What follows belongs to an exercise in optimizing a design on an open flow for small area, a short achievable clock period and few clock cycles; a production flow would make more cautious choices.
At most, simulation tests tie the RTL to the original design; equivalence was not proved.
The RTL of run 1 was laid out without a check of its function.

<file path="flow/constraint.sdc">
create_clock -name core_clock -period 180.0 [get_ports {clk}]
set_input_delay 36.0000 -clock core_clock [delete_from_list [all_inputs] [get_ports {clk}]]
set_output_delay 36.0000 -clock core_clock [all_outputs]
set_load 0.01 [all_outputs]
</file>
<file path="flow/config.mk">
export PLATFORM = sky130hd
export DESIGN_NAME = str_sgm_row
export DESIGN_NICKNAME = str_sgm_row
export VERILOG_FILES = /design/flow/design.v
export SDC_FILE = /design/flow/constraint.sdc
export NUM_CORES = 4
export LEC_CHECK = 0
export ABC_AREA = 1
export CAP_MARGIN = 10
export CORE_MARGIN = 2
export CORE_UTILIZATION = 55
export SLEW_MARGIN = 10
</file>
<file path="flow/design.v">
module str_sgm_row (
    input  wire        clk,
    input  wire        rst,
    input  wire        in_valid,
    output wire        in_ready,
    input  wire        in_first,
    input  wire [23:0] in_cl,
    input  wire        in_cl_ok,
    input  wire [23:0] in_cr,
    input  wire        in_cr_ok,
    input  wire [5:0]  cfg_p1,
    input  wire [9:0]  cfg_p2,
    input  wire [7:0]  cfg_conf_min,
    output wire        out_valid,
    input  wire        out_ready,
    output wire [15:0] out_d16,
    output wire [7:0]  out_conf
);
    localparam ND = 16;
    localparam W  = 11;      
    reg        in_rdy;
    reg  [2:0] owed;         
    reg        s0_v;
    reg        l_v;          
    reg        q_v;          
    wire take    = in_valid && in_rdy;
    wire deliver = q_v && out_ready;
    assign in_ready  = in_rdy;
    assign out_valid = q_v;
    reg        s0_first, s0_clok, s0_crok;
    reg [23:0] s0_cl, s0_cr;
    reg [5:0]  p1;
    reg [9:0]  p2;
    reg [7:0]  cmin_row;
    always @(posedge clk) begin
        s0_first <= in_first;
        s0_clok  <= in_cl_ok;
        s0_crok  <= in_cr_ok;
        s0_cl    <= in_cl;
        s0_cr    <= in_cr;
        if (take && in_first) begin
            p1       <= cfg_p1;
            p2       <= cfg_p2;
            cmin_row <= cfg_conf_min;
        end
    end
    reg [23:0]  rc   [1:ND-1];   
    reg         rcok [1:ND-1];
    reg [W-1:0] L    [0:ND-1];   
    reg [W-1:0] smin;            
    reg [3:0]   dbest;           
    reg [3:0]   x_l;             
    reg         okx_l;           
    reg [7:0]   c1_l;            
    reg [7:0]   cmin_l;
    wire [3:0] x_s0 = s0_first ? 4'd0 : (x_l == 4'd15 ? 4'd15 : x_l + 4'd1);
    function [1:0] fa;       
        input a, b, c;
        fa = {(a & b) | (a & c) | (b & c), a ^ b ^ c};
    endfunction
    function lt;
        input [W+3:0] a, b;
        reg c;
        integer i;
        begin
            c = 1'b0;
            for (i = 0; i < W+4; i = i + 1)
                c = (~a[i] & b[i]) | (~a[i] & c) | (b[i] & c);
            lt = c;
        end
    endfunction
    function [4:0] pop24;
        input [23:0] x;
        reg [7:0] s1, c1;
        reg [1:0] s2, c2;
        reg       s3, c3, b0, c4;
        reg [3:0] s5, c5;
        reg       s6, c6, b1, c7;
        reg [1:0] s8, c8;
        reg       b2, c9, b3, b4;
        integer i;
        begin
            for (i = 0; i < 8; i = i + 1)
                {c1[i], s1[i]} = fa(x[3*i], x[3*i+1], x[3*i+2]);
            {c2[0], s2[0]} = fa(s1[0], s1[1], s1[2]);
            {c2[1], s2[1]} = fa(s1[3], s1[4], s1[5]);
            {c3, s3} = fa(s2[0], s2[1], s1[6]);
            b0 = s3 ^ s1[7];
            c4 = s3 & s1[7];
            for (i = 0; i < 4; i = i + 1)
                {c5[i], s5[i]} = fa(c1[2*i], c1[2*i+1], i < 2 ? c2[i] : (i == 2 ? c3 : c4));
            {c6, s6} = fa(s5[0], s5[1], s5[2]);
            b1 = s6 ^ s5[3];
            c7 = s6 & s5[3];
            {c8[0], s8[0]} = fa(c5[0], c5[1], c5[2]);
            {c8[1], s8[1]} = fa(c5[3], c6, c7);
            b2 = s8[0] ^ s8[1];
            c9 = s8[0] & s8[1];
            {b4, b3} = fa(c8[0], c8[1], c9);
            pop24 = {b4, b3, b2, b1, b0};
        end
    endfunction
    wire [23:0] crv   [0:ND-1];
    wire        crokv [0:ND-1];
    assign crv[0]   = s0_cr;
    assign crokv[0] = s0_crok;
    genvar gi;
    generate
        for (gi = 1; gi < ND; gi = gi + 1) begin : g_crv
            assign crv[gi]   = rc[gi];
            assign crokv[gi] = rcok[gi];
        end
    endgenerate
    reg [4:0] cost [0:ND-1];
    integer d;
    always @* begin
        for (d = 0; d < ND; d = d + 1) begin
            if (d > x_s0 || !s0_clok || !crokv[d])
                cost[d] = 5'd24;
            else
                cost[d] = pop24(s0_cl ^ crv[d]);
        end
    end
    wire [W-1:0] p2e = s0_first ? {W{1'b0}} : {1'b0, p2};
    wire [W-1:0] A    [0:ND-1];
    wire [W-1:0] u    [0:ND-1];
    wire [W-1:0] y    [0:ND-1];
    wire [W-1:0] z    [0:ND-1];
    wire [W-1:0] Lnew [0:ND-1];
    generate
        for (gi = 0; gi < ND; gi = gi + 1) begin : g_upd
            wire [W-1:0] gn;
            wire         co_a, co_y, co_l;
            str_sgm_rca #(W) u_a (.a(L[gi]), .b({5'd0, p1}), .ci(1'b0), .s(A[gi]), .co(co_a));
            if (gi == 0) begin : g_lo
                assign gn = A[1];
            end else if (gi == ND-1) begin : g_hi
                assign gn = A[ND-2];
            end else begin : g_mid
                assign gn = lt(A[gi+1], A[gi-1]) ? A[gi+1] : A[gi-1];
            end
            assign u[gi] = lt(gn, L[gi]) ? gn : L[gi];
            str_sgm_rca #(W) u_y (.a(u[gi]), .b(~smin), .ci(1'b1), .s(y[gi]), .co(co_y));
            assign z[gi] = lt(y[gi], p2e) ? y[gi] : p2e;
            str_sgm_rca #(W) u_l (.a(z[gi]), .b({6'd0, cost[gi]}), .ci(1'b0), .s(Lnew[gi]), .co(co_l));
        end
    endgenerate
    reg [W-1:0] v1 [0:7];  reg       i1 [0:7];
    reg [W-1:0] v2 [0:3];  reg [1:0] i2 [0:3];
    reg [W-1:0] v3 [0:1];  reg [2:0] i3 [0:1];
    reg [W-1:0] nmin;
    reg [3:0]   nbest;
    integer k;
    always @* begin
        for (k = 0; k < 8; k = k + 1) begin
            i1[k] = lt(Lnew[2*k+1], Lnew[2*k]);
            v1[k] = i1[k] ? Lnew[2*k+1] : Lnew[2*k];
        end
        for (k = 0; k < 4; k = k + 1) begin
            if (lt(v1[2*k+1], v1[2*k])) begin
                v2[k] = v1[2*k+1];
                i2[k] = {1'b1, i1[2*k+1]};
            end else begin
                v2[k] = v1[2*k];
                i2[k] = {1'b0, i1[2*k]};
            end
        end
        for (k = 0; k < 2; k = k + 1) begin
            if (lt(v2[2*k+1], v2[2*k])) begin
                v3[k] = v2[2*k+1];
                i3[k] = {1'b1, i2[2*k+1]};
            end else begin
                v3[k] = v2[2*k];
                i3[k] = {1'b0, i2[2*k]};
            end
        end
        if (lt(v3[1], v3[0])) begin
            nmin  = v3[1];
            nbest = {1'b1, i3[1]};
        end else begin
            nmin  = v3[0];
            nbest = {1'b0, i3[0]};
        end
    end
    integer j;
    always @(posedge clk) begin
        if (s0_v) begin
            for (j = 0; j < ND; j = j + 1)
                L[j] <= Lnew[j];
            rc[1]   <= s0_cr;
            rcok[1] <= s0_crok;
            for (j = 2; j < ND; j = j + 1) begin
                rc[j]   <= rc[j-1];
                rcok[j] <= rcok[j-1];
            end
            smin   <= nmin;
            dbest  <= nbest;
            x_l    <= x_s0;
            okx_l  <= s0_clok && (nbest <= x_s0);
            for (j = 0; j < 8; j = j + 1)
                c1_l[j] <= i1[j];
            cmin_l <= cmin_row;
        end
    end
    reg [ND-1:0] oh;
    reg [ND-1:0] ok0;            
    reg [W-1:0] w1 [0:7];  reg ok1 [0:7];
    reg [W-1:0] w2 [0:3];  reg ok2 [0:3];
    reg [W-1:0] w3 [0:1];  reg ok3 [0:1];
    reg [W-1:0] s2;
    reg [W-1:0] sm, sp;
    reg         pb;
    integer e;
    always @* begin
        for (d = 0; d < ND; d = d + 1)
            oh[d] = (dbest == d);
        for (d = 0; d < ND; d = d + 1)
            ok0[d] = !(oh[d] | (d > 0 ? oh[d-1] : 1'b0) | (d < ND-1 ? oh[d+1] : 1'b0));
        for (k = 0; k < 8; k = k + 1) begin
            pb     = !ok0[2*k] || (ok0[2*k+1] && c1_l[k]);
            w1[k]  = pb ? L[2*k+1] : L[2*k];
            ok1[k] = ok0[2*k] | ok0[2*k+1];
        end
        for (k = 0; k < 4; k = k + 1) begin
            pb     = !ok1[2*k] || (ok1[2*k+1] && lt(w1[2*k+1], w1[2*k]));
            w2[k]  = pb ? w1[2*k+1] : w1[2*k];
            ok2[k] = ok1[2*k] | ok1[2*k+1];
        end
        for (k = 0; k < 2; k = k + 1) begin
            pb     = !ok2[2*k] || (ok2[2*k+1] && lt(w2[2*k+1], w2[2*k]));
            w3[k]  = pb ? w2[2*k+1] : w2[2*k];
            ok3[k] = ok2[2*k] | ok2[2*k+1];
        end
        pb = !ok3[0] || (ok3[1] && lt(w3[1], w3[0]));
        s2 = pb ? w3[1] : w3[0];
        sm = {W{1'b0}};
        sp = {W{1'b0}};
        for (e = 0; e < ND; e = e + 1) begin
            if (e < ND-1) sm = sm | (L[e] & {W{oh[e+1]}});
            if (e > 0)    sp = sp | (L[e] & {W{oh[e-1]}});
        end
    end
    wire         nneg = lt(sm, sp);
    wire [W-1:0] shi  = nneg ? sp : sm;
    wire [W-1:0] slo  = nneg ? sm : sp;
    wire [W-1:0] adif;
    wire [W-1:0] ssum;
    wire [W:0]   den;
    wire [W+2:0] r1   [0:4];
    wire [3:0]   qoff;
    wire         co_ad, co_ss, co_dn, co_r1;
    str_sgm_rca #(W)   u_ad (.a(shi), .b(~slo), .ci(1'b1), .s(adif), .co(co_ad));
    str_sgm_rca #(W)   u_ss (.a(sm), .b(sp), .ci(1'b0), .s(ssum), .co(co_ss));
    str_sgm_rca #(W+1) u_dn (.a({co_ss, ssum}), .b(~{smin, 1'b0}), .ci(1'b1), .s(den), .co(co_dn));
    str_sgm_rca #(W+3) u_r1 (.a({3'd0, adif}), .b({7'd0, den[W:4]}), .ci(1'b0), .s(r1[0]), .co(co_r1));
    generate
        for (gi = 0; gi < 4; gi = gi + 1) begin : g_sub
            wire [W+2:0] sh = {r1[gi][W+1:0], den[3-gi]};
            wire [W+2:0] df;
            wire         nb;     
            str_sgm_rca #(W+3) u_st (.a(sh), .b(~{1'b0, den, 1'b0}), .ci(1'b1), .s(df), .co(nb));
            assign qoff[3-gi] = nb;
            assign r1[gi+1]   = nb ? df : sh;
        end
    endgenerate
    reg [4:0] off;           
    always @* begin
        off = 5'd0;
        if (dbest != 4'd0 && dbest != 4'd15 && den != 0)
            off = nneg ? -{1'b0, qoff} : {1'b0, qoff};
    end
    reg [W-1:0] nhi;         
    reg [7:0]   nlo;         
    reg [W:0]   r2;
    reg [W+1:0] t2;
    reg [7:0]   q2;
    reg [7:0]   conf;
    reg [7:0]   d8;
    reg         ok;
    always @* begin
        nhi = smin - ({7'd0, smin[W-1:7]} + {10'd0, smin[6:0] != 7'd0});
        nlo = 8'd0 - {smin[6:0], 1'b0};
        r2  = {1'b0, nhi};
        q2  = 8'd0;
        for (k = 7; k >= 0; k = k - 1) begin
            r2 = {r2[W-1:0], nlo[k]};
            t2 = {1'b0, r2} - {2'b0, s2};
            if (!t2[W+1]) begin
                r2 = t2[W:0];
                q2[k] = 1'b1;
            end
        end
        if (s2 == 0)
            conf = 8'd1;
        else
            conf = ~q2 - {7'd0, r2 != 0};
        d8 = {dbest, 4'd0} + {{3{off[4]}}, off};
        ok = okx_l && (conf >= cmin_l);
    end
    wire [16:0] res = ok ? {1'b0, d8, conf} : {1'b1, 8'hFF, 8'h00};
    reg [16:0] head;
    reg [16:0] fb [0:1];
    reg        wp, rp;
    reg [1:0]  nw;           
    wire push  = l_v && (s0_v || nw != 2'd2);
    wire hload = out_ready || !q_v;
    wire fpop  = hload && nw != 2'd0;
    wire fpush = push && !(hload && nw == 2'd0);
    always @(posedge clk) begin
        if (push)
            fb[wp] <= res;
        if (hload)
            head <= (nw != 2'd0) ? fb[rp] : res;
    end
    always @(posedge clk) begin
        if (rst) begin
            in_rdy <= 1'b1;
            owed   <= 3'd0;
            s0_v   <= 1'b0;
            l_v    <= 1'b0;
            q_v    <= 1'b0;
            nw     <= 2'd0;
            wp     <= 1'b0;
            rp     <= 1'b0;
        end else begin
            s0_v <= take;
            l_v  <= s0_v || (l_v && !push);
            q_v  <= !hload || nw != 2'd0 || push;
            if (fpush) wp <= !wp;
            if (fpop)  rp <= !rp;
            case ({fpush, fpop})
                2'b10:   nw <= nw + 2'd1;
                2'b01:   nw <= nw - 2'd1;
                default: nw <= nw;
            endcase
            case ({take, deliver})
                2'b10:   owed <= owed + 3'd1;
                2'b01:   owed <= owed - 3'd1;
                default: owed <= owed;
            endcase
            case (owed)
                3'd0, 3'd1, 3'd2: in_rdy <= 1'b1;
                3'd3:             in_rdy <= !take || deliver;
                default:          in_rdy <= deliver;
            endcase
        end
    end
    assign out_d16  = {{8{head[16]}}, head[15:8]};
    assign out_conf = head[7:0];
endmodule
module str_sgm_rca #(
    parameter N = 11
) (
    input  wire [N-1:0] a,
    input  wire [N-1:0] b,
    input  wire         ci,
    output wire [N-1:0] s,
    output wire         co
);
    wire [N:0] c;
    assign c[0] = ci;
    genvar i;
    generate
        for (i = 0; i < N; i = i + 1) begin : g_bit
            assign s[i]   = a[i] ^ b[i] ^ c[i];
            assign c[i+1] = (a[i] & b[i]) | (a[i] & c[i]) | (b[i] & c[i]);
        end
    endgenerate
    assign co = c[N];
endmodule
</file>
<file path="flow/run.sh">
#!/bin/bash
# synth_recipe.tcl (not shown) runs the flow's synth.tcl, then flattens the netlist and writes it again
# the make line also repeats each setting of config.mk as NAME=value (left out here)
make -C /OpenROAD-flow-scripts/flow DESIGN_CONFIG=/design/flow/config.mk WORK_HOME=/design/flow/orfs CLKGATE_MAP_FILE= SYNTH_SCRIPT=/design/flow/synth_recipe.tcl finish
</file>
==> flow_summary_export.csv, run 1 <==
group,metric,value,unit
global_routing,grt_busiest_layer,"met2",
timing,setup_viol,0,
timing,min_period,37760,ps
timing,worst_clock_skew,57.6,ps
floorplan,dieHeight,366,um
worst_hold_path,hold_path.class,"register to register",
synth,syn_area,72000,um2
floorplan,rows,132,
timing,worst_pin_slew,1210,ps
critical_path,worstPathMaxFanout,8,
job,drv_cap,0,
placement,dp_slack,141880,ps
global_routing,globalRouteMet2Util,63.4,%
worst_hold_path,min_from,"cmin_row[3]",
critical_path,worstSetupPathType,"register to output port",
placement,place_hpwl,229,mm
critical_path,crit_chain,"clkdlybuf4s50_1",
global_routing,antenna_found_initial,12,
floorplan,die_area,134000,um2
synth,synth-seq-cells,725,
cts,clk_pin_slew,60,ps
critical_path,cp_top_family,"buffers and inverters",
cts,root_buffer,"clkbuf_16",
route,drc_errors,0,
global_routing,grt_pass1_wl,409,mm
synth,syn_inst,8464,
outcome,outcome,"timing/DRC/antenna clean",
synth,synth.avg_cell_area,8.51,um2
critical_path,start_kind,"register",
route,wl_per_cell,27.3,um
timing,setup_tns,0,ps
critical_path,reg2reg_from,"dbest[1]",
critical_path,required,144000,ps
synth,synth-edff-count,662,
cts,clock-sinks,725,
synth,async_flop_share,0,%
timing,relSlewSlack,18.5,%
placement,gp_congestion,1.11,
timing,rsz0062_at_grt,"false",
floorplan,ios,105,
critical_path,slowest_delay,590,ps
critical_path,critPathSlowestCell,"clkdlybuf4s50_1",
placement,portBuffers,104,
finish,layoutNonFillerInstCount,10330,
cts,htreeDepth,3,
route,dr.first_iter.drc_count,8284,
floorplan,start_util,55.5,%
cts,ctsHoldBuffers,0,
global_routing,grt_max_degree,95,
route,vias,63244,
synth,ys.flop_type,"edfxtp_1",
cts,clk_latency,740,ps
timing,slew_violations,0,
cts,post_cts_buffers,0,
critical_path,critPathBufInv,1,
critical_path,critPathLaunch,"head[16]",
finish,regArea,21100,um2
finish,syn_to_final_growth,8.11,%
route,firstDrtPassIters,8,
route,wirelength,282,mm
synth,yosysMostFrequentCell,"nand2_1",
route,viasPerCell,6.12,
critical_path,crit_arrival,1760,ps
timing,fin_ws,142240,ps
synth,ys_seq_area_share,29.4,%
floorplan,die_w,366,um
cts,cts_tree,"yes",
timing,fin_crit_sh,21.0,%
global_routing,use_met1,53.6,%
global_routing,use_met3,11.4,%
route,ant_nets,0,
synth,synth_top_area_share,27.6,%
cts,clockBufferDepth,3,
synth,synth_top_cell_by_area,"edfxtp_1",
cts,cts_buffers,83,
global_routing,grt.total_usage,41.7,%
synth,ys_top_cells_by_count,"nand2_1 (1892), inv_1 (1498), o21ai_0 (812)",
synth,synth.distinct_cells,65,
timing,hold_viol,0,
finish,nFillCells,11065,
synth,syn-num-nets,9598,
synth,ys.warnings.count,33,
critical_path,endpoint_kind,"output port",
floorplan,core_area,130000,um2
cts,cts_resized,0,
finish,finalNetCount,9652,
placement,place_inst,10175,
finish,multiInputGateArea,43700,um2
synth,synth_area_leaders,"edfxtp_1 (28%), fa_1 (18%), nand2_1 (9.9%)",
global_routing,grt_pass1_vias,60624,
finish,layout-drive-gt1-share,4.65,%
timing,fmax,0.0265,GHz
global_routing,grt.overflow.total,0,
==> state kept, by name, summed over array words and instances, names as in the netlist, 2 cells and up, named ones only <==
signal and count:
L 176, c1_l 8, cmin_l 8, cmin_row 8, dbest 4, fb 34, head 17, nw 2
owed 3, p1 6, p2 10, rc 360, rcok 15, s0_cl 24, s0_cr 24, smin 11
x_l 4
==> cell type report <==
| class | instances | area share [%] |
|---|---|---|
| Sequential cell | 725 | 27.2 |
| Inverter | 1559 | 7.52 |
| Antenna cell | 5 | 0.0161 |
| Tap cell | 1742 | 2.80 |
| Clock inverter | 51 | 0.632 |
| Multi-Input combinational cell | 5887 | 56.2 |
| Timing Repair Buffer | 262 | 2.86 |
| Clock buffer | 99 | 2.81 |
==> path summary, 6_finish.rpt <==
path	end	slack [ps]	depth (start not counted)
hold reg to reg	cmin_l[3]	420	0
hold / removal	cmin_l[3]	420	0
setup reg to reg	head[9]	149740	187
setup / recovery	out_d16[13]	142240	1
==> stage by stage <==
| stage | cell area, um2 | hold WS, ps | utilization [%] |
|---|---|---|---|
| 2_1_floorplan | 72000 | 400 | - |
| 3_5_place_dp | 75100 | 406 | 58.0 |
| 6_report | 77800 | 419 | 60.0 |
| 5_1_grt | 77800 | 438 | 60.0 |
| 4_1_cts | 77800 | 419 | 60.0 |
| 3_3_place_gp | 75100 | 435 | 58.0 |
==> metal layers <==
| layer | wire, um | vias up |
|---|---|---|
| li1 | - | 27949 |
| met1 | 107000 | 30456 |
| met2 | 123000 | 4009 |
| met3 | 32100 | 818 |
| met4 | 19700 | 12 |
| met5 | 119 | - |
==> cells in the final DEF (no fill, tap or decap), types with 104 or more instances in the layout <==
cell and instances:
nor2_1 300, o221ai_1 210, ha_1 393, buf_4 158, fa_1 662, a21oi_1 181
clkdlybuf4s50_1 104, xor2_1 237, nand3_1 186, xnor2_1 279, nand2_1 1890, o21ai_0 811
o22ai_1 231, edfxtp_1 662, inv_1 1496
==> logic make-up after synthesis <==
| logic type | count (synthesis) | synth area share (%) |
|---|---|---|
| adders and majority gates | 1060 | 25.3 |
| DFF | 725 | 29.4 |
| AOI/OAI and AO/OA | 1792 | 15.1 |
| and+or+nand+nor | 2509 | 13.9 |
| muxes | 10 | 0.143 |
| xor gates and xnor gates | 516 | 6.28 |
| buffers and inverters | 1852 | 9.93 |
==> run 2: changes to the inputs <==
--- a/flow/design.v
+++ b/flow/design.v
@@ -301,16 +301,32 @@
     reg [16:0] head;
     reg [16:0] fb [0:1];
     reg        wp, rp;
-    reg [1:0]  nw;           
-    wire push  = l_v && (s0_v || nw != 2'd2);
+    reg        nw1, nw2;     
+    wire push  = l_v && (s0_v || !nw2);
     wire hload = out_ready || !q_v;
-    wire fpop  = hload && nw != 2'd0;
-    wire fpush = push && !(hload && nw == 2'd0);
     always @(posedge clk) begin
         if (push)
             fb[wp] <= res;
         if (hload)
-            head <= (nw != 2'd0) ? fb[rp] : res;
+            head <= nw1 ? fb[rp] : res;
+    end
+    wire nw1_r = nw2 || (nw1 && push);
+    wire nw1_n = nw1 || (q_v && push);
+    wire nw2_n = nw2 || (nw1 && q_v && push);
+    wire wp_r  = wp ^ (nw1 && push);
+    wire wp_n  = wp ^ (q_v && push);
+    wire rp_r  = rp ^ nw1;
+    wire qv_r  = nw1 || push;
+    wire qv_n  = q_v || push;
+    reg [2:0] owed_p, owed_m;
+    always @* begin
+        case (owed)
+            3'd0:    begin owed_p = 3'd1; owed_m = 3'd0; end
+            3'd1:    begin owed_p = 3'd2; owed_m = 3'd0; end
+            3'd2:    begin owed_p = 3'd3; owed_m = 3'd1; end
+            3'd3:    begin owed_p = 3'd4; owed_m = 3'd2; end
+            default: begin owed_p = 3'd4; owed_m = 3'd3; end
+        endcase
     end
     always @(posedge clk) begin
         if (rst) begin
@@ -319,25 +335,29 @@
             s0_v   <= 1'b0;
             l_v    <= 1'b0;
             q_v    <= 1'b0;
-            nw     <= 2'd0;
+            nw1    <= 1'b0;
+            nw2    <= 1'b0;
             wp     <= 1'b0;
             rp     <= 1'b0;
         end else begin
             s0_v <= take;
             l_v  <= s0_v || (l_v && !push);
-            q_v  <= !hload || nw != 2'd0 || push;
-            if (fpush) wp <= !wp;
-            if (fpop)  rp <= !rp;
-            case ({fpush, fpop})
-                2'b10:   nw <= nw + 2'd1;
-                2'b01:   nw <= nw - 2'd1;
-                default: nw <= nw;
-            endcase
-            case ({take, deliver})
-                2'b10:   owed <= owed + 3'd1;
-                2'b01:   owed <= owed - 3'd1;
-                default: owed <= owed;
-            endcase
+            if (out_ready) begin
+                q_v <= qv_r;
+                nw1 <= nw1_r;
+                nw2 <= 1'b0;
+                wp  <= wp_r;
+                rp  <= rp_r;
+            end else begin
+                q_v <= qv_n;
+                nw1 <= nw1_n;
+                nw2 <= nw2_n;
+                wp  <= wp_n;
+            end
+            if (take)
+                owed <= deliver ? owed : owed_p;
+            else
+                owed <= deliver ? owed_m : owed;
             case (owed)
                 3'd0, 3'd1, 3'd2: in_rdy <= 1'b1;
                 3'd3:             in_rdy <= !take || deliver;
==> flow/flow/run.sh (new file) <==
#!/bin/bash
# The standard layout, with one change: the buffers that buffer_ports
# puts on the input and output ports are buf_2 cells rather than the slow
# delay cell it picks by default. The make output (every tool's full log
# also stays under orfs/logs) goes to standard_flow.log here.
set -euo pipefail
export BUFFER_PORTS_ARGS="-buffer_cell sky130_fd_sc_hd__buf_2"
bash standard.sh > standard_flow.log 2>&1
==> flow/standard.sh (new file) <==
#!/bin/bash
# synth_recipe.tcl (not shown) runs the flow's synth.tcl, then flattens the netlist and writes it again
# the make line also repeats each setting of config.mk as NAME=value (left out here)
make -C /OpenROAD-flow-scripts/flow DESIGN_CONFIG=/design/flow/config.mk WORK_HOME=/design/flow/orfs CLKGATE_MAP_FILE= SYNTH_SCRIPT=/design/flow/synth_recipe.tcl "${@:-finish}"
--- a/flow/config.mk
+++ b/flow/config.mk
@@ -6,7 +6,9 @@
 export NUM_CORES = 4
 export LEC_CHECK = 0
 export ABC_AREA = 1
-export CAP_MARGIN = 10
+export CAP_MARGIN = 20
 export CORE_MARGIN = 2
-export CORE_UTILIZATION = 55
-export SLEW_MARGIN = 10
+export CORE_UTILIZATION = 40
+export CTS_CLUSTER_DIAMETER = 80
+export CTS_CLUSTER_SIZE = 18
+export SLEW_MARGIN = 20
removed: flow/run.sh
==> flow_summary_export.csv, run 2 <==
group,metric,value,unit
finish,final_cell_mix,"nand2_1 (1896), inv_1 (1517), o21ai_0 (781)",
timing,slew_violations,0,
critical_path,critPathSlowestCell,"edfxtp_1",
finish,regMostFlops,"rc",
timing,setup_viol,0,
synth,synth.distinct_cells,66,
synth,syn-num-nets,9562,
synth,synth.avg_cell_area,8.51,um2
cts,cts_resized,0,
critical_path,crit_chain,"buf_2",
synth,ys.flop_type,"edfxtp_1",
global_routing,grt_pass1_vias,57951,
global_routing,grt_max_degree,160,
critical_path,worstSetupPathType,"register to output port",
floorplan,ios,105,
timing,rsz0062_at_grt,"false",
route,wirelength,266,mm
finish,final_util,43.2,%
synth,synth_top_area_share,27.7,%
route,vias,59968,
route,dr.first_iter.drc_count,6599,
global_routing,grt.overflow.total,0,
synth,yosysMostFrequentCell,"nand2_1",
cts,clk_pin_slew,80,ps
synth,synth_area_leaders,"edfxtp_1 (28%), fa_1 (18%), nand2_1 (9.9%)",
floorplan,dieHeight,428,um
floorplan,core_area,178000,um2
cts,clockBufferDepth,3,
cts,cts_buffers,58,
placement,gp_congestion,1.05,
finish,final_common_cell,"nand2_1",
critical_path,endpoint_kind,"output port",
critical_path,cp_top_family,"flip-flops",
synth,syn_area,71800,um2
finish,postLayoutCellArea,77000,um2
global_routing,grt.total_usage,28.8,%
critical_path,critPathBufInv,1,
cts,cts_tree,"yes",
synth,synth-edff-count,662,
route,drc_errors,0,
critical_path,worstPathMaxFanout,8,
cts,ctsHoldBuffers,0,
cts,clk_latency,770,ps
timing,fin_crit_sh,20.8,%
placement,place_area,74900,um2
floorplan,rows,155,
timing,relSlewSlack,22.4,%
cts,clock-sinks,725,
job,drv_cap,0,
synth,synth-seq-cells,725,
placement,portBuffers,104,
route,firstDrtPassIters,8,
floorplan,start_util,40.2,%
finish,top_regs,"rc: 360 flops, L: 176 flops, fb: 34 flops",
global_routing,antenna_found_initial,3,
route,viasPerCell,5.53,
outcome,outcome,"timing/DRC/antenna clean",
critical_path,crit_arrival,1430,ps
synth,synth_top_cell_by_area,"edfxtp_1",
finish,largest_reg_flops,360,
synth,ys_seq_area_share,29.4,%
synth,syn_inst,8436,
placement,place_hpwl,218,mm
cts,root_buffer,"clkbuf_16",
timing,fmax,0.0267,GHz
finish,finalNetCount,9556,
finish,syn_to_final_growth,7.24,%
timing,hold_viol,0,
synth,ys.warnings.count,33,
synth,ys_top_cells_by_count,"nand2_1 (1898), inv_1 (1518), o21ai_0 (785)",
timing,setup_tns,0,ps
floorplan,die_w,428,um
critical_path,slowest_delay,480,ps
finish,layout-drive-gt1-share,4.65,%
cts,htreeDepth,2,
timing,min_period,37430,ps
cts,post_cts_buffers,0,
synth,async_flop_share,0,%
timing,worst_pin_slew,1150,ps
global_routing,grt_pass1_wl,387,mm
critical_path,start_kind,"register",
route,ant_nets,0,
timing,worst_clock_skew,77.0,ps
worst_hold_path,hold_path.class,"register to register",
route,wl_per_cell,24.5,um
critical_path,required,144000,ps
floorplan,die_area,183000,um2
## run 2: cell count changes after synthesis, moves of 13 or more
cell	previous run	this run
a21oi_1	181	206
inv_1	1498	1518
inv_2	50	12
mux2i_1	8	23
nand3_1	186	207
nor2_1	302	322
nor4_1	22	8
o211ai_1	47	60
o21ai_0	812	785
o21ai_1	83	68
o22ai_1	231	198
## run 2: final cells by class
type / instances / area [um2]
Fill cell: 17619 / 101000
Multi-Input combinational cell: 5885 / 43700
Sequential cell: 725 / 21100
Inverter: 1536 / 5770
Tap cell: 2355 / 2950
Clock buffer: 80 / 1570
Timing Repair Buffer: 224 / 1440
Clock inverter: 29 / 425
Antenna cell: 1 / 2.50
## run 2: logic make-up after synthesis
group                    after synthesis  synth area share [%]
AO/OA/AOI/OAI                       1746                  14.7
adder cells (fa/ha/maj)             1055                  25.3
buffers and inverters               1826                  9.75
XOR/XNOR                             523                  6.38
flip-flops                           725                  29.4
AND/OR/NAND/NOR                     2537                  14.1
multiplexers                          24                 0.336
## run 2: stage by stage
stage,worst slack [ps],cells,hold WS (ps)
after floorplan,142460,8436,400
after CTS,142520,10833,441
after global routing,142500,10834,451
after detailed placement,142370,10724,436
final,142570,10835,437
after global placement,142480,10724,434
## run 2: worst paths after layout
check / slack, ps / start / cells past startpoint / end
worst max register to register: 148790 / dbest[1] / 164 / head[11]
worst max-delay path: 142570 / head[16] / 1 / out_d16[10]
worst min register to register: 440 / s0_cr[11] / 0 / rc[1][11]
worst min-delay path: 440 / s0_cr[11] / 0 / rc[1][11]
## run 2: metal layers
layer	global-route usage, %	routed length (um)	part of all wire, %	vias up
li1	-	-	-	27696
met1	38.4	111000	42	28995
met2	45.3	119000	45	2769
met3	5.85	22700	8.6	506
met4	12.4	13500	5.1	2
met5	0	13	0.0049	-
Testbench counts of run 2, summed over its fixed seeds: cycles 4,780.
==> run 3: changes to the inputs <==
--- a/flow/config.mk
+++ b/flow/config.mk
@@ -9,6 +9,4 @@
 export CAP_MARGIN = 20
 export CORE_MARGIN = 2
 export CORE_UTILIZATION = 40
-export CTS_CLUSTER_DIAMETER = 80
-export CTS_CLUSTER_SIZE = 18
 export SLEW_MARGIN = 20
==> flow_summary_export.csv, run 3 <==
group,metric,value,unit
synth,syn_area,71800,um2
job,drv_cap,0,
global_routing,grt.overflow.total,0,
synth,synth_top_cell_by_area,"edfxtp_1",
timing,worst_pin_slew,1210,ps
finish,final_common_cell,"nand2_1",
timing,worst_clock_skew,52.1,ps
critical_path,worstSetupPathType,"register to output port",
placement,gp_congestion,1.05,
route,drc_errors,0,
floorplan,ios,105,
synth,async_flop_share,0,%
synth,synth.distinct_cells,66,
route,viasPerCell,5.52,
critical_path,critPathBufInv,1,
floorplan,die_area,183000,um2
outcome,outcome,"timing/DRC/antenna clean",
synth,yosysMostFrequentCell,"nand2_1",
cts,clock-sinks,725,
cts,cts_tree,"yes",
timing,hold_viol,0,
synth,synth.avg_cell_area,8.51,um2
synth,ys.flop_type,"edfxtp_1",
route,wirelength,267,mm
finish,final_util,43.7,%
critical_path,start_kind,"register",
global_routing,grt_max_degree,160,
cts,htreeDepth,3,
worst_hold_path,hold_end,"rc[15][6]",
critical_path,crit_arrival,1360,ps
cts,cts_resized,0,
route,vias,60112,
synth,syn_inst,8436,
critical_path,worstPathMaxFanout,8,
timing,fin_crit_sh,20.8,%
timing,rsz0062_at_grt,"false",
synth,synth_area_leaders,"edfxtp_1 (28%), fa_1 (18%), nand2_1 (9.9%)",
route,dr.first_iter.drc_count,6527,
global_routing,antenna_found_initial,6,
route,wl_per_cell,24.5,um
synth,ys_seq_area_share,29.4,%
route,ant_nets,0,
cts,clockBufferDepth,3,
synth,ys_top_cells_by_count,"nand2_1 (1898), inv_1 (1518), o21ai_0 (785)",
cts,root_buffer,"clkbuf_16",
finish,syn_to_final_growth,8.53,%
critical_path,slowest_delay,470,ps
cts,post_cts_buffers,0,
timing,setup_viol,0,
placement,place_area,74900,um2
floorplan,rows,155,
worst_hold_path,hold_path.class,"register to register",
worst_hold_path,holdPathStages,0,
finish,regMostFlops,"rc",
floorplan,die_w,428,um
critical_path,worstRegToRegCells,164,
critical_path,critPathSlowestCell,"edfxtp_1",
finish,finalNetCount,9584,
timing,min_period,37360,ps
critical_path,endpoint_kind,"output port",
critical_path,crit_chain,"buf_2",
finish,top_regs,"rc: 360 flops, L: 176 flops, fb: 34 flops",
synth,ys.warnings.count,33,
timing,slew_violations,0,
global_routing,grt_pass1_wl,389,mm
critical_path,required,144000,ps
synth,synth-seq-cells,725,
timing,fmax,0.0268,GHz
critical_path,cp_top_family,"flip-flops",
finish,largest_reg_flops,360,
route,firstDrtPassIters,7,
synth,synth-edff-count,662,
critical_path,reg2reg_from,"dbest[1]",
global_routing,grt_pass1_vias,58291,
worst_hold_path,min_from,"rc[14][6]",
finish,final_cell_mix,"nand2_1 (1896), inv_1 (1517), o21ai_0 (781)",
timing,setup_tns,0,ps
critical_path,timing.rr.end,"head[11]",
placement,portBuffers,104,
timing,relSlewSlack,18.2,%
synth,syn-num-nets,9562,
cts,cts_buffers,86,
critical_path,r2r_slack,148760,ps
finish,nFillCells,17516,
floorplan,start_util,40.2,%
placement,place_hpwl,218,mm
synth,synth_top_area_share,27.7,%
global_routing,grt.total_usage,28.9,%
cts,clk_pin_slew,60,ps
finish,postLayoutCellArea,77900,um2
cts,ctsHoldBuffers,0,
floorplan,dieHeight,428,um
cts,clk_latency,740,ps
finish,layout-drive-gt1-share,5.16,%
floorplan,core_area,178000,um2
-- run 3: kinds of logic after synthesis --
kind of cell / synth area share, %
and+or+nand+nor: 14.1
buffers and inverters: 9.75
AOI/OAI and AO/OA: 14.7
adders and majority gates: 25.3
DFF: 29.4
xor gates and xnor gates: 6.38
muxes: 0.336
-- run 3: how the worst max path moves through the flow --
stage,startpoint,to,slack [ps],cells past startpoint
2_1_floorplan,in_valid,cmin_row[0],142460,2
3_3_place_gp,in_valid,p2[5],142480,3
3_5_place_dp,in_valid,p2[4],142370,3
4_1_cts,head[16],out_d16[10],142580,1
5_1_grt,head[16],out_d16[11],142560,1
6_report,head[16],out_d16[10],142640,1
-- run 3: final cells by class --
| class | instances | area (um2) | share of cell area (%) |
|---|---|---|---|
| tap | 2355 | 2950 | 3.78 |
| timing repair buffer | 224 | 1440 | 1.85 |
| antenna | 1 | 2.50 | 0.00321 |
| sequential | 725 | 21100 | 27.1 |
| inverter | 1536 | 5770 | 7.40 |
| multi-input combinational | 5885 | 43700 | 56.1 |
| clock buffer | 97 | 2260 | 2.90 |
| clock inverter | 62 | 664 | 0.853 |
-- run 3: through the flow --
step	setup slack (ps)	hold slack [ps]	instances
after detailed placement	142370	436	10724
after global placement	142480	434	10724
after floorplan	142460	400	8436
after CTS	142580	437	10883
final	142640	446	10885
after global routing	142560	454	10884
-- run 3: per-layer routing --
layer	global-route usage [%]	vias up	wire length, um
li1	-	27769	-
met3	5.98	542	22900
met4	13.5	6	14500
met2	45.2	2778	118000
met1	38.5	29017	111000
met5	0	-	44
==> run 4: changes to the inputs <==
--- a/flow/config.mk
+++ b/flow/config.mk
@@ -9,4 +9,6 @@
 export CAP_MARGIN = 20
 export CORE_MARGIN = 2
 export CORE_UTILIZATION = 40
+export CTS_CLUSTER_DIAMETER = 100
+export CTS_CLUSTER_SIZE = 24
 export SLEW_MARGIN = 20
==> flow_summary_export.csv, run 4 <==
group,metric,value,unit
route,drc_errors,0,
global_routing,grt_pass1_vias,57788,
synth,ys.warnings.count,33,
timing,relSlewSlack,22.1,%
cts,ctsHoldBuffers,0,
synth,ys_top_cells_by_count,"nand2_1 (1898), inv_1 (1518), o21ai_0 (785)",
route,wl_per_cell,24.5,um
route,dr.first_iter.drc_count,6361,
synth,syn_area,71800,um2
timing,whs,444,ps
placement,place_area,74900,um2
finish,top_regs,"rc: 360 flops, L: 176 flops, fb: 34 flops",
cts,cts_buffers,44,
cts,post_cts_buffers,0,
timing,hold_viol,0,
global_routing,grt_pass1_wl,386,mm
timing,setup_viol,0,
global_routing,grt.overflow.total,0,
route,vias,59889,
timing,fmax,0.0268,GHz
floorplan,start_util,40.2,%
finish,finalNetCount,9542,
global_routing,grt.total_usage,28.6,%
synth,ys.flop_type,"edfxtp_1",
critical_path,critPathBufInv,1,
synth,syn_inst,8436,
floorplan,core_area,178000,um2
critical_path,endpoint_kind,"output port",
finish,postLayoutCellArea,76600,um2
cts,root_buffer,"clkbuf_16",
job,drv_cap,0,
timing,slew_violations,0,
critical_path,required,144000,ps
route,ant_nets,0,
synth,synth-seq-cells,725,
synth,synth.distinct_cells,66,
critical_path,critPathSlowestCell,"edfxtp_1",
synth,synth_top_area_share,27.7,%
critical_path,slowest_delay,480,ps
cts,clockBufferDepth,3,
finish,regMostFlops,"rc",
finish,final_cell_mix,"nand2_1 (1896), inv_1 (1517), o21ai_0 (781)",
timing,rsz0062_at_grt,"false",
route,wirelength,265,mm
critical_path,worstPathMaxFanout,8,
finish,largest_reg_flops,360,
timing,setup_tns,0,ps
synth,synth_area_leaders,"edfxtp_1 (28%), fa_1 (18%), nand2_1 (9.9%)",
finish,final_common_cell,"nand2_1",
timing,fin_ws,142660,ps
placement,portBuffers,104,
synth,async_flop_share,0,%
floorplan,dieHeight,428,um
placement,gp_congestion,1.05,
timing,min_period,37340,ps
synth,synth.avg_cell_area,8.51,um2
cts,cts_tree,"yes",
route,viasPerCell,5.54,
floorplan,rows,155,
worst_hold_path,hold_path.class,"register to register",
critical_path,worstSetupPathType,"register to output port",
timing,worst_pin_slew,1160,ps
synth,synth_top_cell_by_area,"edfxtp_1",
finish,syn_to_final_growth,6.64,%
timing,worst_clock_skew,35.9,ps
placement,dp_slack,142370,ps
cts,clk_pin_slew,100,ps
placement,place_hpwl,218,mm
synth,syn-num-nets,9562,
critical_path,start_kind,"register",
floorplan,die_w,428,um
critical_path,crit_arrival,1340,ps
cts,clk_latency,690,ps
route,firstDrtPassIters,7,
cts,cts_resized,0,
critical_path,crit_chain,"buf_2",
timing,fin_crit_sh,20.7,%
critical_path,cp_top_family,"flip-flops",
global_routing,antenna_found_initial,4,
outcome,outcome,"timing/DRC/antenna clean",
synth,yosysMostFrequentCell,"nand2_1",
synth,ys_seq_area_share,29.4,%
floorplan,die_area,183000,um2
synth,synth-edff-count,662,
floorplan,ios,105,
finish,layout-drive-gt1-share,4.37,%
cts,clock-sinks,725,
global_routing,grt_max_degree,160,
cts,htreeDepth,2,
[run 4: changes by cell type in the layout (fill, tap and decap cells not counted), sizes merged]
cell      delta
bufinv       -7
clkbuf      -36
diode        +1
clkinvlp     -7
inv          +7
clkinv      -34
[run 4: metal layers]
metal | vias up | wire length (um) | track usage, % | share of wire [%]
met4 | 2 | 13700 | 12.3 | 5.2
met1 | 29020 | 110000 | 38.2 | 42
met5 | - | 13 | 0 | 0.0049
met2 | 2733 | 118000 | 45.1 | 44
li1 | 27653 | - | - | -
met3 | 481 | 23100 | 5.82 | 8.7
[run 4: cell families (layout without fill, tap and decap cells)]
group                      after synthesis  count (layout)  synth area share [%]
buffers and inverters                 1826            1842                  9.75
and+or+nand+nor                       2537            2537                  14.1
DFF                                    725             725                  29.4
xor gates and xnor gates               523             523                  6.38
muxes                                   24              24                 0.336
other                                    0               2                     0
adders and majority gates             1055            1055                  25.3
AOI/OAI and AO/OA                     1746            1746                  14.7
[run 4: final cells by class]
type | instances | area [um2]
Fill cell | 17690 | 102000
Multi-Input combinational cell | 5885 | 43700
Sequential cell | 725 | 21100
Inverter | 1536 | 5770
Tap cell | 2355 | 2950
Timing Repair Buffer | 224 | 1440
Clock buffer | 61 | 1190
Clock inverter | 21 | 377
Antenna cell | 2 | 5.00
[run 4: path summary, 6_finish.rpt]
kind,start,end,slack (ps),depth (start not counted)
worst max-delay path,head[16],out_d16[10],142660,1
worst max register to register,dbest[1],head[11],148810,172
worst min-delay path,cmin_row[5],cmin_l[5],440,0
worst min register to register,cmin_row[5],cmin_l[5],440,0
[run 4: per-stage QoR]
step | cells | utilization [%]
5_1_grt | 10807 | 42.9
3_3_place_gp | 10724 | 42.0
2_1_floorplan | 8436 | -
6_report | 10809 | 42.9
4_1_cts | 10806 | 42.9
3_5_place_dp | 10724 | 42.0
==> run 5: changes to the inputs <==
--- a/flow/config.mk
+++ b/flow/config.mk
@@ -6,9 +6,9 @@
 export NUM_CORES = 4
 export LEC_CHECK = 0
 export ABC_AREA = 1
-export CAP_MARGIN = 20
+export CAP_MARGIN = 10
 export CORE_MARGIN = 2
-export CORE_UTILIZATION = 40
+export CORE_UTILIZATION = 55
 export CTS_CLUSTER_DIAMETER = 100
 export CTS_CLUSTER_SIZE = 24
-export SLEW_MARGIN = 20
+export SLEW_MARGIN = 10
==> flow_summary_export.csv, run 5 <==
group,metric,value,unit
critical_path,timing.rr.end,"head[10]",
finish,regMostFlops,"rc",
route,ant_nets,0,
route,wl_per_cell,26.3,um
finish,multiInputGateArea,43700,um2
critical_path,worstRegToRegCells,168,
timing,relSlewSlack,11.8,%
floorplan,die_area,133000,um2
critical_path,crit_arrival,1320,ps
timing,whs,453,ps
synth,ys.warnings.count,33,
cts,cts_buffers,41,
finish,final_util,58.4,%
cts,clk_pin_slew,90,ps
timing,hold_viol,0,
cts,cts_resized,0,
critical_path,slowest_delay,460,ps
timing,worst_pin_slew,1320,ps
synth,syn_inst,8436,
finish,nFillCells,11576,
floorplan,die_w,365,um
finish,final_cell_mix,"nand2_1 (1896), inv_1 (1517), o21ai_0 (781)",
placement,place_hpwl,220,mm
synth,synth-edff-count,662,
global_routing,grt_max_degree,207,
worst_hold_path,hold_path.class,"register to register",
timing,fmax,0.0268,GHz
global_routing,grt_pass1_vias,58195,
synth,ys_top_cells_by_count,"nand2_1 (1898), inv_1 (1518), o21ai_0 (785)",
timing,min_period,37320,ps
global_routing,grt_pass1_wl,385,mm
cts,clockBufferDepth,3,
worst_hold_path,min_from,"s0_cr[18]",
critical_path,r2r_slack,148860,ps
route,firstDrtPassIters,9,
cts,clk_latency,710,ps
cts,cts_tree,"yes",
finish,final_common_cell,"nand2_1",
route,vias,61234,
synth,synth_area_leaders,"edfxtp_1 (28%), fa_1 (18%), nand2_1 (9.9%)",
critical_path,worstSetupPathType,"register to output port",
critical_path,critPathBufInv,1,
critical_path,start_kind,"register",
floorplan,dieHeight,365,um
critical_path,cp_top_family,"flip-flops",
finish,regArea,21100,um2
route,viasPerCell,6.01,
finish,finalNetCount,9546,
timing,setup_tns,0,ps
route,drc_errors,0,
timing,rsz0062_at_grt,"false",
finish,top_regs,"rc: 360 flops, L: 176 flops, fb: 34 flops",
placement,portBuffers,104,
global_routing,grt.total_usage,39.9,%
timing,worst_clock_skew,43.5,ps
critical_path,endpoint_kind,"output port",
synth,async_flop_share,0,%
synth,synth_top_area_share,27.7,%
placement,gp_congestion,1.09,
synth,yosysMostFrequentCell,"nand2_1",
critical_path,worstPathMaxFanout,8,
cts,root_buffer,"clkbuf_16",
synth,ys_seq_area_share,29.4,%
finish,layoutNonFillerInstCount,10197,
floorplan,ios,105,
synth,syn-num-nets,9562,
critical_path,reg2reg_from,"dbest[3]",
synth,synth_top_cell_by_area,"edfxtp_1",
cts,post_cts_buffers,0,
synth,syn_area,71800,um2
timing,setup_viol,0,
cts,clock-sinks,725,
outcome,outcome,"timing/DRC/antenna clean",
global_routing,grt.overflow.total,0,
synth,synth.distinct_cells,66,
finish,largest_reg_flops,360,
critical_path,crit_chain,"buf_2",
worst_hold_path,hold_end,"rc[1][18]",
route,wirelength,268,mm
route,dr.first_iter.drc_count,7526,
floorplan,start_util,55.4,%
finish,syn_to_final_growth,5.35,%
timing,slew_violations,0,
critical_path,critPathSlowestCell,"edfxtp_1",
global_routing,antenna_found_initial,5,
finish,layout-drive-gt1-share,4.31,%
critical_path,required,144000,ps
synth,ys.flop_type,"edfxtp_1",
synth,synth.avg_cell_area,8.51,um2
worst_hold_path,holdPathStages,0,
cts,htreeDepth,2,
timing,fin_crit_sh,20.7,%
synth,synth-seq-cells,725,
job,drv_cap,0,
floorplan,rows,132,
floorplan,core_area,129000,um2
placement,place_inst,10119,
cts,ctsHoldBuffers,0,
## run 5: stage by stage
step | instance area, um2 | worst slack (ps)
6_report | 75600 | 142680
5_1_grt | 75600 | 142600
4_1_cts | 75600 | 142640
3_5_place_dp | 74300 | 142330
3_3_place_gp | 74300 | 142360
2_1_floorplan | 71800 | 142460
## run 5: worst max path at each step
stage | startpoint | endpoint | slack [ps] | depth (start not counted)
floorplan | in_valid | cmin_row[0] | 142460 | 2
global placement | in_first | p2[0] | 142360 | 4
detailed placement | in_first | p2[0] | 142330 | 4
CTS | head[16] | out_d16[11] | 142640 | 1
global route | head[16] | out_d16[11] | 142600 | 1
finish | head[16] | out_d16[11] | 142680 | 1
## run 5: layout make-up
| class | count | share of cell area [%] |
|---|---|---|
| Timing Repair Buffer | 231 | 2.00 |
| Clock buffer | 61 | 1.50 |
| Antenna cell | 3 | 0.00993 |
| Sequential cell | 725 | 28.0 |
| Multi-Input combinational cell | 5885 | 57.7 |
| Inverter | 1536 | 7.62 |
| Tap cell | 1742 | 2.88 |
| Clock inverter | 14 | 0.298 |
## run 5: routing by layer
layer	part of all wire, %	GRT usage [%]	wire (um)	up-vias
li1	-	-	-	27661
met1	40	52.9	107000	29626
met2	43	60.6	116000	3299
met3	10	9.58	27700	648
met4	6.4	21.1	17200	0
met5	0	0	0	-
## run 5: logic make-up after synthesis
family	share of synthesized area, %
and+or+nand+nor	14.1
buffers and inverters	9.75
AOI/OAI and AO/OA	14.7
adders and majority gates	25.3
DFF	29.4
xor gates and xnor gates	6.38
muxes	0.336
==> run 6: changes to the inputs <==
--- a/flow/config.mk
+++ b/flow/config.mk
@@ -8,7 +8,7 @@
 export ABC_AREA = 1
 export CAP_MARGIN = 10
 export CORE_MARGIN = 2
-export CORE_UTILIZATION = 55
-export CTS_CLUSTER_DIAMETER = 100
-export CTS_CLUSTER_SIZE = 24
+export CORE_UTILIZATION = 60
+export CTS_CLUSTER_DIAMETER = 80
+export CTS_CLUSTER_SIZE = 30
 export SLEW_MARGIN = 10
==> flow_summary_export.csv, run 6 <==
group,metric,value,unit
outcome,outcome,"timing/DRC/antenna clean",
floorplan,die_w,350,um
global_routing,grt_max_degree,201,
cts,cts_buffers,42,
finish,top_regs,"rc: 360 flops, L: 176 flops, fb: 34 flops",
cts,clockBufferDepth,3,
critical_path,endpoint_kind,"output port",
critical_path,worstPathMaxFanout,8,
route,viasPerCell,6.15,
finish,largest_reg_flops,360,
critical_path,required,144000,ps
floorplan,core_area,118000,um2
synth,ys.flop_type,"edfxtp_1",
synth,synth_top_cell_by_area,"edfxtp_1",
critical_path,critPathSlowestCell,"edfxtp_1",
cts,cts_resized,0,
route,wirelength,262,mm
cts,htreeDepth,2,
route,vias,61923,
placement,portBuffers,104,
synth,synth-edff-count,662,
timing,worst_pin_slew,1370,ps
timing,rsz0062_at_grt,"false",
synth,synth.distinct_cells,66,
timing,slew_violations,0,
timing,worst_clock_skew,60.0,ps
finish,nFillCells,9929,
global_routing,grt.overflow.total,0,
job,drv_cap,0,
finish,layout-drive-gt1-share,4.45,%
synth,ys_top_cells_by_count,"nand2_1 (1898), inv_1 (1518), o21ai_0 (785)",
finish,final_common_cell,"nand2_1",
timing,fmax,0.0268,GHz
cts,ctsHoldBuffers,0,
worst_hold_path,hold_path.class,"register to register",
synth,async_flop_share,0,%
finish,syn_to_final_growth,5.35,%
worst_hold_path,min_from,"s0_cr[8]",
critical_path,crit_arrival,1360,ps
synth,synth_area_leaders,"edfxtp_1 (28%), fa_1 (18%), nand2_1 (9.9%)",
synth,syn-num-nets,9562,
critical_path,critPathBufInv,1,
synth,synth.avg_cell_area,8.51,um2
timing,fin_crit_sh,20.8,%
placement,gp_congestion,1.11,
cts,cts_tree,"yes",
route,firstDrtPassIters,11,
synth,syn_inst,8436,
critical_path,start_kind,"register",
critical_path,critPathLaunch,"head[16]",
floorplan,die_area,122000,um2
route,ant_nets,0,
finish,final_cell_mix,"nand2_1 (1896), inv_1 (1517), o21ai_0 (781)",
timing,setup_tns,0,ps
finish,finalNetCount,9549,
critical_path,worstSetupPathType,"register to output port",
global_routing,grt.total_usage,42.5,%
global_routing,grt_pass1_wl,379,mm
synth,syn_area,71800,um2
cts,clk_pin_slew,110,ps
synth,synth_top_area_share,27.7,%
floorplan,dieHeight,350,um
cts,clk_latency,710,ps
finish,regMostFlops,"rc",
synth,ys.warnings.count,33,
cts,post_cts_buffers,0,
floorplan,rows,126,
synth,yosysMostFrequentCell,"nand2_1",
timing,hold_viol,0,
route,drc_errors,0,
global_routing,antenna_found_initial,3,
critical_path,reg2reg_from,"dbest[3]",
timing,setup_viol,0,
timing,min_period,37360,ps
route,wl_per_cell,26.1,um
synth,ys_seq_area_share,29.4,%
placement,place_hpwl,213,mm
timing,relSlewSlack,7.61,%
critical_path,slowest_delay,470,ps
global_routing,grt_pass1_vias,58083,
cts,root_buffer,"clkbuf_16",
cts,clock-sinks,725,
synth,synth-seq-cells,725,
critical_path,cp_top_family,"flip-flops",
critical_path,crit_chain,"buf_2",
floorplan,ios,105,
floorplan,start_util,60.6,%
route,dr.first_iter.drc_count,8353,
## run 6: cell type report
type / count / area [um2] / share of cell area (%)
flip-flops and latches: 725 / 21100 / 28.0
multi-input cells: 5885 / 43700 / 57.7
repair buffers: 233 / 1510 / 2.00
clock inverters: 26 / 420 / 0.556
clock buffers: 51 / 1110 / 1.46
diodes: 8 / 20.0 / 0.0265
well taps: 1600 / 2000 / 2.65
inverters: 1536 / 5770 / 7.62
## run 6: kinds of logic (layout without fill, tap and decap cells)
kind of cell | Yosys count | count (layout) | synth area share, %
and+or+nand+nor | 2537 | 2537 | 14.1
buffers and inverters | 1826 | 1846 | 9.75
AOI/OAI and AO/OA | 1746 | 1746 | 14.7
adders and majority gates | 1055 | 1055 | 25.3
DFF | 725 | 725 | 29.4
xor gates and xnor gates | 523 | 523 | 6.38
muxes | 24 | 24 | 0.336
other | 0 | 8 | 0
## run 6: final timing paths
| path | cells past startpoint | slack [ps] | to |
|---|---|---|---|
| max reg2reg | 177 | 149220 | head[8] |
| max | 1 | 142640 | out_d16[12] |
| min | 0 | 450 | rc[1][8] |
| min reg2reg | 0 | 450 | rc[1][8] |
## run 6: layer usage
layer | global-route usage [%] | share of wire, % | vias up
li1 | - | - | 27688
met1 | 54.3 | 38 | 29631
met2 | 64.1 | 43 | 3851
met3 | 12.9 | 12 | 753
met4 | 24.8 | 7.2 | 0
met5 | 0.118 | 0 | -
## run 6: metrics by stage
step	utilization [%]	instances	area, um2	worst slack (ps)	hold WS [ps]
6_report	63.9	10064	75600	142640	454
2_1_floorplan	-	8436	71800	142460	400
3_5_place_dp	62.6	9979	74100	142400	434
3_3_place_gp	62.6	9979	74100	142520	431
5_1_grt	63.9	10056	75600	142570	470
4_1_cts	63.9	10056	75600	142610	457

-- re-timing with driven ports --
How much do the figures lean on ideal ports? The routed layouts below were timed once more, with nothing changed but the port constraints.
Step 1 assumes that a clkbuf_16 drives the clock port and a buf_2 every other input.
Step 2 moves the port delays by t, midway between the first and last clock arrival at a register: inputs arrive t later, outputs are due t later. That takes back most of the time a late clock gives input paths.
a / b / c = ideal ports / drivers / drivers and shift; a / b = the first two.
run	t (ns)	setup WS [ns]	worst hold slack (ns)	cell pins on the clock port's net
run 1	0.793	142.240 / 142.157 / 141.871	0.419 / 0.419 / 0.419	1
run 2	0.811	142.572 / 142.490 / 142.642	0.437 / 0.437 / 0.437	1
run 3	0.804	142.641 / 142.552 / 142.609	0.446 / 0.446 / 0.446	1
run 4	0.756	142.657 / 142.575 / 142.598	0.444 / 0.444 / 0.444	1
run 5	0.761	142.678 / 142.602 / 142.322	0.453 / 0.453 / 0.453	1
run 6	0.760	142.644 / 142.568 / 142.449	0.454 / 0.454 / 0.454	1
After both steps every run listed still meets setup and hold. For run 1, which loses most, drivers alone change the setup slack by -0.083 ns; drivers and shift together by -0.369 ns.
